Background: an optimization exercise with open tools, aiming at small area. Do not read the settings as production practice. In this exercise RTL edits were held to simulation tests only and were not proved equivalent to the original. Power figures rest on the tool's default switching activity, not on a simulated workload. The flow treats the clock pin as an ideal source, which a real chip does not have.

== run 1 ==
==> flow/design.v (excerpt) <==
module iso_link_rx (
    input  wire        clk,
    input  wire        rst,             
    input  wire        rxd,             
    input  wire        beacon,          
    input  wire        tick_1us,        
    input  wire        tlm_lost_rd,     
    input  wire        crc_err_rd,      
    input  wire [7:0]  ld_fault_w1c,    
    input  wire        ld_vld_ov_w1c,   
    output reg         frm_valid,       
    output wire [3:0]  frm_type,
    output wire [47:0] frm_payload,
    output reg  [1:0]  state,           
    output reg         ssr,
    output reg         lclk_lock,
    output reg         line_present,
    output reg  [15:0] tlm_lost,
    output reg  [15:0] crc_err,
    output reg  [7:0]  qw_last,
    output wire [31:0] line_period,
    output reg  [31:0] zc_pos,
    output reg  [31:0] zc_neg,
    output reg  [9:0]  hvin_v,
    output reg  [11:0] vline_pk,
    output reg  [7:0]  ld_temp,
    output reg  [7:0]  ld_fault,
    output reg         ld_vld_ov,
    output reg         ev_line_loss,    
    output wire        ev_line_return,  
    output wire        ev_link_fault,   
    output wire        ev_tlm_loss,     
    output wire        ev_conv_fault,   
    output reg         lf_reset         
);
Size: ~2000 cells after synthesis, about 610 flip-flops, roughly 22000 sq um of cells after synthesis.
clock: 10.0 ns
lec_check: 0
cap_margin: 20
core_margin: 2
core_utilization: 60
place_density: 0.75
slew_margin: 20
standard.sh (not shown) runs the stock make flow with config.mk's settings and CLKGATE_MAP_FILE= SYNTH_SCRIPT=/design/flow/synth_recipe.tcl, a recipe that flattens the netlist after the stock synthesis.
==> flow/flow/run.sh <==
#!/bin/bash
# The standard layout (standard.sh), with two changes:
#  - every port still gets its buffer, but the smallest one (buf_1);
#  - the clock tree uses larger sink clusters and no dummy loads.
# The whole ORFS run's output goes to make.log here; ORFS keeps each step's
# log under orfs/logs/.
set -euo pipefail
export BUFFER_PORTS_ARGS="-buffer_cell sky130_fd_sc_hd__buf_1"
export CTS_ARGS="-sink_clustering_enable -repair_clock_nets -sink_clustering_size 20 -sink_clustering_max_diameter 40 -buf_list sky130_fd_sc_hd__clkbuf_8 -dont_use_dummy_load"
bash standard.sh > make.log 2>&1
Run 1 went all the way through the flow, and no timing, DRC or antenna check failed.
Here is what was changed in the inputs of run 2 compared with run 1.
- PLACE_DENSITY changed from 0.75 to 0.6
- CORE_UTILIZATION changed from 60 to 40
--- a/flow/flow/run.sh
+++ b/flow/flow/run.sh
@@ -8,3 +8,3 @@
 export BUFFER_PORTS_ARGS="-buffer_cell sky130_fd_sc_hd__buf_1"
-export CTS_ARGS="-sink_clustering_enable -repair_clock_nets -sink_clustering_size 20 -sink_clustering_max_diameter 40 -buf_list sky130_fd_sc_hd__clkbuf_8 -dont_use_dummy_load"
+export CTS_ARGS="-sink_clustering_enable -repair_clock_nets -sink_clustering_size 18 -sink_clustering_max_diameter 50 -buf_list sky130_fd_sc_hd__clkbuf_8 -dont_use_dummy_load"
 bash standard.sh > make.log 2>&1
## What came out
[compare] base=run 1 new=run 2: endpoint arrival time on the critical path down 0.04 ns; flop-to-flop setup slack flat; area added between synthesis and finish up 1.3 points; number of buffers added for setup after CTS flat; fraction of power consumed by the clock network down 0.6 points. In the metrics for run 2 and run 1, the one carrying the higher routing usage on met1 is run 1. The max-cap check violation count of run 2 and that of run 1 are within noise of each other. STATUS final instance area: run 2 loses against run 1.

* * *

Starting RTL as in the previous note.
## iso_link_rx
module iso_link_rx (
    input  wire        clk,
    input  wire        rst,             
    input  wire        rxd,             
    input  wire        beacon,          
    input  wire        tick_1us,        
    input  wire        tlm_lost_rd,     
    input  wire        crc_err_rd,      
    input  wire [7:0]  ld_fault_w1c,    
    input  wire        ld_vld_ov_w1c,   
    output reg         frm_valid,       
    output wire [3:0]  frm_type,
    output wire [47:0] frm_payload,
    output reg  [1:0]  state,           
    output reg         ssr,
    output reg         lclk_lock,
    output reg         line_present,
    output reg  [15:0] tlm_lost,
    output reg  [15:0] crc_err,
    output reg  [7:0]  qw_last,
    output wire [31:0] line_period,
    output reg  [31:0] zc_pos,
    output reg  [31:0] zc_neg,
    output reg  [9:0]  hvin_v,
    output reg  [11:0] vline_pk,
    output reg  [7:0]  ld_temp,
    output reg  [7:0]  ld_fault,
    output reg         ld_vld_ov,
    output reg         ev_line_loss,    
    output wire        ev_line_return,  
    output wire        ev_link_fault,   
    output wire        ev_tlm_loss,     
    output wire        ev_conv_fault,   
    output reg         lf_reset         
);
Settings: LEC_CHECK=0, CAP_MARGIN=20, CORE_MARGIN=2, CORE_UTILIZATION=60, PLACE_DENSITY=0.75, SLEW_MARGIN=20; clock period 10.0 ns.
==> flow/flow/run.sh <==
#!/bin/bash
# The standard layout (standard.sh), with two changes:
#  - every port still gets its buffer, but the smallest one (buf_1);
#  - the clock tree uses larger sink clusters and no dummy loads.
# The whole ORFS run's output goes to make.log here; ORFS keeps each step's
# log under orfs/logs/.
set -euo pipefail
export BUFFER_PORTS_ARGS="-buffer_cell sky130_fd_sc_hd__buf_1"
export CTS_ARGS="-sink_clustering_enable -repair_clock_nets -sink_clustering_size 18 -sink_clustering_max_diameter 150 -buf_list sky130_fd_sc_hd__clkbuf_8 -dont_use_dummy_load"
bash standard.sh > make.log 2>&1
==> next run, changes <==
--- a/flow/flow/run.sh
+++ b/flow/flow/run.sh
@@ -9 +9 @@
-export CTS_ARGS="-sink_clustering_enable -repair_clock_nets -sink_clustering_size 18 -sink_clustering_max_diameter 150 -buf_list sky130_fd_sc_hd__clkbuf_8 -dont_use_dummy_load"
+export CTS_ARGS="-sink_clustering_enable -repair_clock_nets -sink_clustering_size 10 -sink_clustering_max_diameter 35 -buf_list sky130_fd_sc_hd__clkbuf_4 -dont_use_dummy_load"
- CORE_UTILIZATION: 60 -> 40
- PLACE_DENSITY: 0.75 -> 0.6
Outcome:
- The changed run finished clean
- final cell count went up by about 13%
- via count went up by 2.6%
- global-route usage shrinks by 5.7 points
- critical path depth goes down by 6
- worst hold slack loses 35 ps
- design area went up by about 2.4%
- combinational power stays flat
- die area increases by 49%
- flip-flop and latch count is unchanged
- power increases by 5.0%
- non-clock buffer count grows by 1
==> next run, changes <==
--- a/flow/flow/run.sh
+++ b/flow/flow/run.sh
@@ -9 +9 @@
-export CTS_ARGS="-sink_clustering_enable -repair_clock_nets -sink_clustering_size 10 -sink_clustering_max_diameter 35 -buf_list sky130_fd_sc_hd__clkbuf_4 -dont_use_dummy_load"
+export CTS_ARGS="-sink_clustering_enable -repair_clock_nets -sink_clustering_size 30 -sink_clustering_max_diameter 150 -buf_list sky130_fd_sc_hd__clkbuf_16 -dont_use_dummy_load"
- CORE_UTILIZATION: 40 -> 60
- PLACE_DENSITY: 0.6 -> 0.75
What happened:
- cell count fell by 12%
- synthesized area does not change
- sequential share of layout area grows by 1.2 points
- synthesized cell count stays the same
- worst hold slack gains 5.1 ps

* * *

Setup of build 42:
Starting RTL as in the previous note.
## iso_link_rx
module iso_link_rx (
    input  wire        clk,
    input  wire        rst,             
    input  wire        rxd,             
    input  wire        beacon,          
    input  wire        tick_1us,        
    input  wire        tlm_lost_rd,     
    input  wire        crc_err_rd,      
    input  wire [7:0]  ld_fault_w1c,    
    input  wire        ld_vld_ov_w1c,   
    output reg         frm_valid,       
    output wire [3:0]  frm_type,
    output wire [47:0] frm_payload,
    output reg  [1:0]  state,           
    output reg         ssr,
    output reg         lclk_lock,
    output reg         line_present,
    output reg  [15:0] tlm_lost,
    output reg  [15:0] crc_err,
    output reg  [7:0]  qw_last,
    output wire [31:0] line_period,
    output reg  [31:0] zc_pos,
    output reg  [31:0] zc_neg,
    output reg  [9:0]  hvin_v,
    output reg  [11:0] vline_pk,
    output reg  [7:0]  ld_temp,
    output reg  [7:0]  ld_fault,
    output reg         ld_vld_ov,
    output reg         ev_line_loss,    
    output wire        ev_line_return,  
    output wire        ev_link_fault,   
    output wire        ev_tlm_loss,     
    output wire        ev_conv_fault,   
    output reg         lf_reset         
);
clock: 10.0 ns
lec_check: 0
cap_margin: 20
core_margin: 2
core_utilization: 60
place_density: 0.75
slew_margin: 20
==> flow/flow/run.sh <==
#!/bin/bash
# The standard layout (standard.sh), with two changes:
#  - every port still gets its buffer, but the smallest one (buf_1);
#  - the clock tree uses larger sink clusters and no dummy loads.
# The whole ORFS run's output goes to make.log here; ORFS keeps each step's
# log under orfs/logs/.
set -euo pipefail
export BUFFER_PORTS_ARGS="-buffer_cell sky130_fd_sc_hd__buf_1"
export CTS_ARGS="-sink_clustering_enable -repair_clock_nets -sink_clustering_size 15 -sink_clustering_max_diameter 150 -buf_list sky130_fd_sc_hd__clkbuf_8 -dont_use_dummy_load"
bash standard.sh > make.log 2>&1
Build 42 closes out successfully: all stages finished, all timing, DRC and antenna checks passed.
--- input diff build 42..build 82 ---
-- flow/flow/run.sh --
<<< build 42, line 8
export BUFFER_PORTS_ARGS="-buffer_cell sky130_fd_sc_hd__buf_1"
export CTS_ARGS="-sink_clustering_enable -repair_clock_nets -sink_clustering_size 15 -sink_clustering_max_diameter 150 -buf_list sky130_fd_sc_hd__clkbuf_8 -dont_use_dummy_load"
bash standard.sh > make.log 2>&1
>>> build 82, line 8
export BUFFER_PORTS_ARGS="-buffer_cell sky130_fd_sc_hd__buf_1"
export CTS_ARGS="-sink_clustering_enable -repair_clock_nets -sink_clustering_size 18 -sink_clustering_max_diameter 150 -buf_list sky130_fd_sc_hd__clkbuf_8 -dont_use_dummy_load"
export RECOVER_POWER=100
bash standard.sh > make.log 2>&1
==> comparison <==
The layout from build 82, despite a flow that completed every stage, fails the layout checks, with the failing checks listed as capacitance limit, slew limit. Post-route cell area (build 82 vs. build 42) decreases slightly. Met2 track utilization from global routing, build 82 and build 42: lower on build 82. [compare] base=build 42 new=build 82: worst vdd rail ir drop now smaller; area overhead of the layout relative to synthesis now smaller; share of layout cells above drive strength 1 now smaller. Run comparison: build 42 worst setup path startpoint rxd; build 82 worst setup path startpoint rx_pay[16]. Master of the slowest instance on the critical path: sky130_fd_sc_hd__fa_1 -> build 42, sky130_fd_sc_hd__clkbuf_1 -> build 82.
Changes in build 21 relative to build 82:
==> flow/flow/run.sh <==
#!/bin/bash
# The standard layout (standard.sh), with two changes:
#  - every port still gets its buffer, but the smallest one (buf_1);
#  - the clock tree uses larger sink clusters and no dummy loads.
# The whole ORFS run's output goes to make.log here; ORFS keeps each step's
# log under orfs/logs/.
set -euo pipefail
export BUFFER_PORTS_ARGS="-buffer_cell sky130_fd_sc_hd__buf_1"
export CTS_ARGS="-sink_clustering_enable -repair_clock_nets -sink_clustering_size 34 -sink_clustering_max_diameter 100 -buf_list sky130_fd_sc_hd__clkbuf_16 -dont_use_dummy_load"
bash standard.sh > make.log 2>&1
==> run notes <==
- On clock transition at the registers of the reported paths, build 21 and build 82 are basically level.
- Worst max-slew margin expressed relative to the limit, build 21 and build 82: higher on build 21
- Row sequential share of cell area: build 21 lower / build 82 higher
- Having completed the whole flow, build 21 delivered a layout that passed the timing, DRC and antenna checks.
- Going from build 82 to build 21, total power consumption of the routed design higher; setup slack of the critical path after layout higher.
For build 47, these inputs were changed with respect to build 21:
- PLACE_DENSITY: 0.75 -> 0.6
- CORE_UTILIZATION: 60 -> 40
-- flow/flow/run.sh --
<<< build 21, line 8
export BUFFER_PORTS_ARGS="-buffer_cell sky130_fd_sc_hd__buf_1"
export CTS_ARGS="-sink_clustering_enable -repair_clock_nets -sink_clustering_size 34 -sink_clustering_max_diameter 100 -buf_list sky130_fd_sc_hd__clkbuf_16 -dont_use_dummy_load"
bash standard.sh > make.log 2>&1
>>> build 47, line 8
export BUFFER_PORTS_ARGS="-buffer_cell sky130_fd_sc_hd__buf_1"
export CTS_ARGS="-sink_clustering_enable -repair_clock_nets -sink_clustering_size 30 -sink_clustering_max_diameter 80 -buf_list sky130_fd_sc_hd__clkbuf_16 -dont_use_dummy_load"
bash standard.sh > make.log 2>&1
--- outcome ---
- Lower met1 capacity usage during global routing was reported by build 47, not build 21.
- For the via-per-instance ratio, build 47 came in about 10% lower than build 21 did.
- | share of the clock period used by the worst path after layout | higher: build 21 |
## Diff of input files: build 85 against build 47
- a change of CORE_UTILIZATION from 40 to 60
- a change of PLACE_DENSITY from 0.6 to 0.75
-- flow/flow/run.sh --
<<< build 47, line 8
export BUFFER_PORTS_ARGS="-buffer_cell sky130_fd_sc_hd__buf_1"
export CTS_ARGS="-sink_clustering_enable -repair_clock_nets -sink_clustering_size 30 -sink_clustering_max_diameter 80 -buf_list sky130_fd_sc_hd__clkbuf_16 -dont_use_dummy_load"
bash standard.sh > make.log 2>&1
>>> build 85, line 8
export BUFFER_PORTS_ARGS="-buffer_cell sky130_fd_sc_hd__buf_1"
export CTS_ARGS="-sink_clustering_enable -repair_clock_nets -sink_clustering_size 30 -sink_clustering_max_diameter 150 -buf_list {sky130_fd_sc_hd__clkbuf_8 sky130_fd_sc_hd__clkbuf_16} -dont_use_dummy_load"
bash standard.sh > make.log 2>&1
[summary]
- Cmp build 85 vs build 47: routed length per placed instance higher in build 85
- The lower clock period minus worst slack of build 47 and build 85 is in build 47.
- Summed negative setup slack over all endpoints: build 47 vs build 85 identical
- Power: build 85 draws less than build 47
- Compared with build 47, build 85 shows final critical-path share of the clock period higher by 0.91 points.
- All-layer global routing usage, build 47 and build 85: smaller value in build 47
- Diff build 85..build 47 | sequential cell area | unchanged
- Compared build 85 vs build 47, and internal portion of total power is down in build 85.
- Status: combinational power parity (build 47, build 85)
- Comparing build 47 against build 85, there is no change at all in number of multi-input combinational cells.
- Compared with build 47, build 85 shows power density over the cells that has gone down slightly.
Setup changes, build 85 to build 68
- swapping 60 for 72 in CORE_UTILIZATION
- swapping 0.75 for 0.85 in PLACE_DENSITY
==> flow/flow/run.sh <==
#!/bin/bash
# The standard layout (standard.sh), with two changes:
#  - every port still gets its buffer, but the smallest one (buf_1);
#  - the clock tree uses larger sink clusters and no dummy loads.
# The whole ORFS run's output goes to make.log here; ORFS keeps each step's
# log under orfs/logs/.
set -euo pipefail
export BUFFER_PORTS_ARGS="-buffer_cell sky130_fd_sc_hd__buf_1"
export CTS_ARGS="-sink_clustering_enable -repair_clock_nets -sink_clustering_size 32 -sink_clustering_max_diameter 60 -buf_list sky130_fd_sc_hd__clkbuf_16 -dont_use_dummy_load"
bash standard.sh > make.log 2>&1
### Flow results
- Layout overhead on the synthesized area (higher): build 68
- In build 68, sequential share of layout area is lower than in build 85.
- Internal power component of build 68 exceeds that of build 85 by a few percent.
- Final cell utilization of the core (build 68 over build 85): increase, 13 points
- Fraction of the cycle the final worst path needs came out higher on build 68 than on build 85.
- Est. power | build 68 vs build 85 | build 68 higher
- Cell area across build 68 and build 85: no real change.
- Comparing build 68 and build 85, number of antenna violations at the first check in global routing is higher on build 68.
- Sort build 68 and build 85 by number of clock buffer instances in the layout, ascending, and build 85 comes first.
- On via count: between build 68 and build 85, it ends up higher for build 68.
- met1 global-route usage for build 68: 4.3 points up relative to build 85

* * *

Another version of the RTL of iso_link_rx (not shown whole).
Size: roughly 260 I/O pins.
export LEC_CHECK = 0
export CAP_MARGIN = 20
export CORE_MARGIN = 2
export CORE_UTILIZATION = 40
export CTS_BUF_LIST = sky130_fd_sc_hd__clkbuf_16
export CTS_CLUSTER_DIAMETER = 80
export CTS_CLUSTER_SIZE = 30
export PLACE_DENSITY = 0.6
export SLEW_MARGIN = 20
create_clock -name core_clock -period 10.0 [get_ports {clk}]
run.sh (not shown) runs the stock make flow with config.mk's settings and CLKGATE_MAP_FILE= SYNTH_SCRIPT=/design/flow/synth_recipe.tcl, a recipe that flattens the netlist after the stock synthesis.
Stock flow here: none of the scripts above is used.
==> next run, changes <==
CTS_BUF_LIST = sky130_fd_sc_hd__clkbuf_8   (was sky130_fd_sc_hd__clkbuf_16)
CTS_CLUSTER_DIAMETER = 50   (was 80)
CTS_CLUSTER_SIZE = 20   (was 30)
The new run finished clean; final area went up by 0.64%; wire length rose by 0.64%; via count rose by 1.4%; setup slack improved by 0.16 ns; sequential share of layout area went down by 0.35 points; cell count rose by about 1.4%; maximum frequency increases by about 2.5%; core utilization is higher by 0.30 points; first-iteration DRC count shrinks by 9.1%; synthesized cell count does not change; sequential power is about the same.

[re-timing with driven ports]
No port has a modelled driver above. Below, the same layouts with a new extraction and two added sets of constraints. Step 1 (the two cells are an assumption about what drives the block):
set clk [get_ports {clk}]
set_driving_cell -lib_cell sky130_fd_sc_hd__clkbuf_16 $clk
set_driving_cell -lib_cell sky130_fd_sc_hd__buf_2 [delete_from_list [all_inputs] $clk]
Step 2 adds t to the input delays and takes it off the output delays; t is the mean of the earliest and latest rising clock arrival at the registers after step 1. Input paths then give back, and output paths get back, about the clock's delay inside the block. Slacks: no drivers / after step 1 / after step 2; pairs: no drivers / after step 1.
| run | t (ns) | setup WS [ns] | clock arrival spread, ns | worst register clock-pin slew, ns | pins driven straight from the clock port |
|---|---|---|---|---|---|
| run 1 | 0.685 | 2.542 / 2.529 / 1.844 | 0.080 / 0.080 | 0.10 / 0.10 | 1 |
| run 2 | 0.693 | 2.549 / 2.536 / 1.843 | 0.085 / 0.085 | 0.11 / 0.11 | 1 |
| the first run of note 2 | 0.622 | 2.508 / 2.498 / 1.876 | 0.039 / 0.038 | 0.11 / 0.11 | 1 |
| the second run of note 2 | 0.865 | 2.740 / 2.737 / 1.872 | 0.113 / 0.112 | 0.10 / 0.10 | 1 |
| the third run of note 2 | 0.589 | 2.482 / 2.475 / 1.886 | 0.058 / 0.058 | 0.11 / 0.11 | 1 |
| build 42 | 0.666 | 2.510 / 2.501 / 1.835 | 0.047 / 0.046 | 0.10 / 0.10 | 1 |
| build 82 | 0.621 | 1.940 / 1.940 / 1.448 | 0.038 / 0.039 | 0.11 / 0.11 | 1 |
| build 21 | 0.601 | 2.415 / 2.409 / 1.808 | 0.021 / 0.021 | 0.12 / 0.12 | 1 |
| build 47 | 0.636 | 2.573 / 2.566 / 1.930 | 0.108 / 0.108 | 0.11 / 0.11 | 1 |
| build 85 | 0.589 | 2.482 / 2.475 / 1.886 | 0.058 / 0.058 | 0.11 / 0.11 | 1 |
| build 68 | 0.621 | 2.348 / 2.317 / 1.695 | 0.055 / 0.055 | 0.11 / 0.11 | 1 |
| the first run of note 4 | 0.624 | 3.232 / 3.218 / 2.594 | 0.036 / 0.036 | 0.11 / 0.11 | 1 |
| the second run of note 4 | 0.732 | 3.396 / 3.376 / 2.644 | 0.057 / 0.057 | 0.11 / 0.11 | 1 |
For the second run of note 2, which loses most, drivers alone change the setup slack by -0.003 ns; drivers and shift together by -0.868 ns.
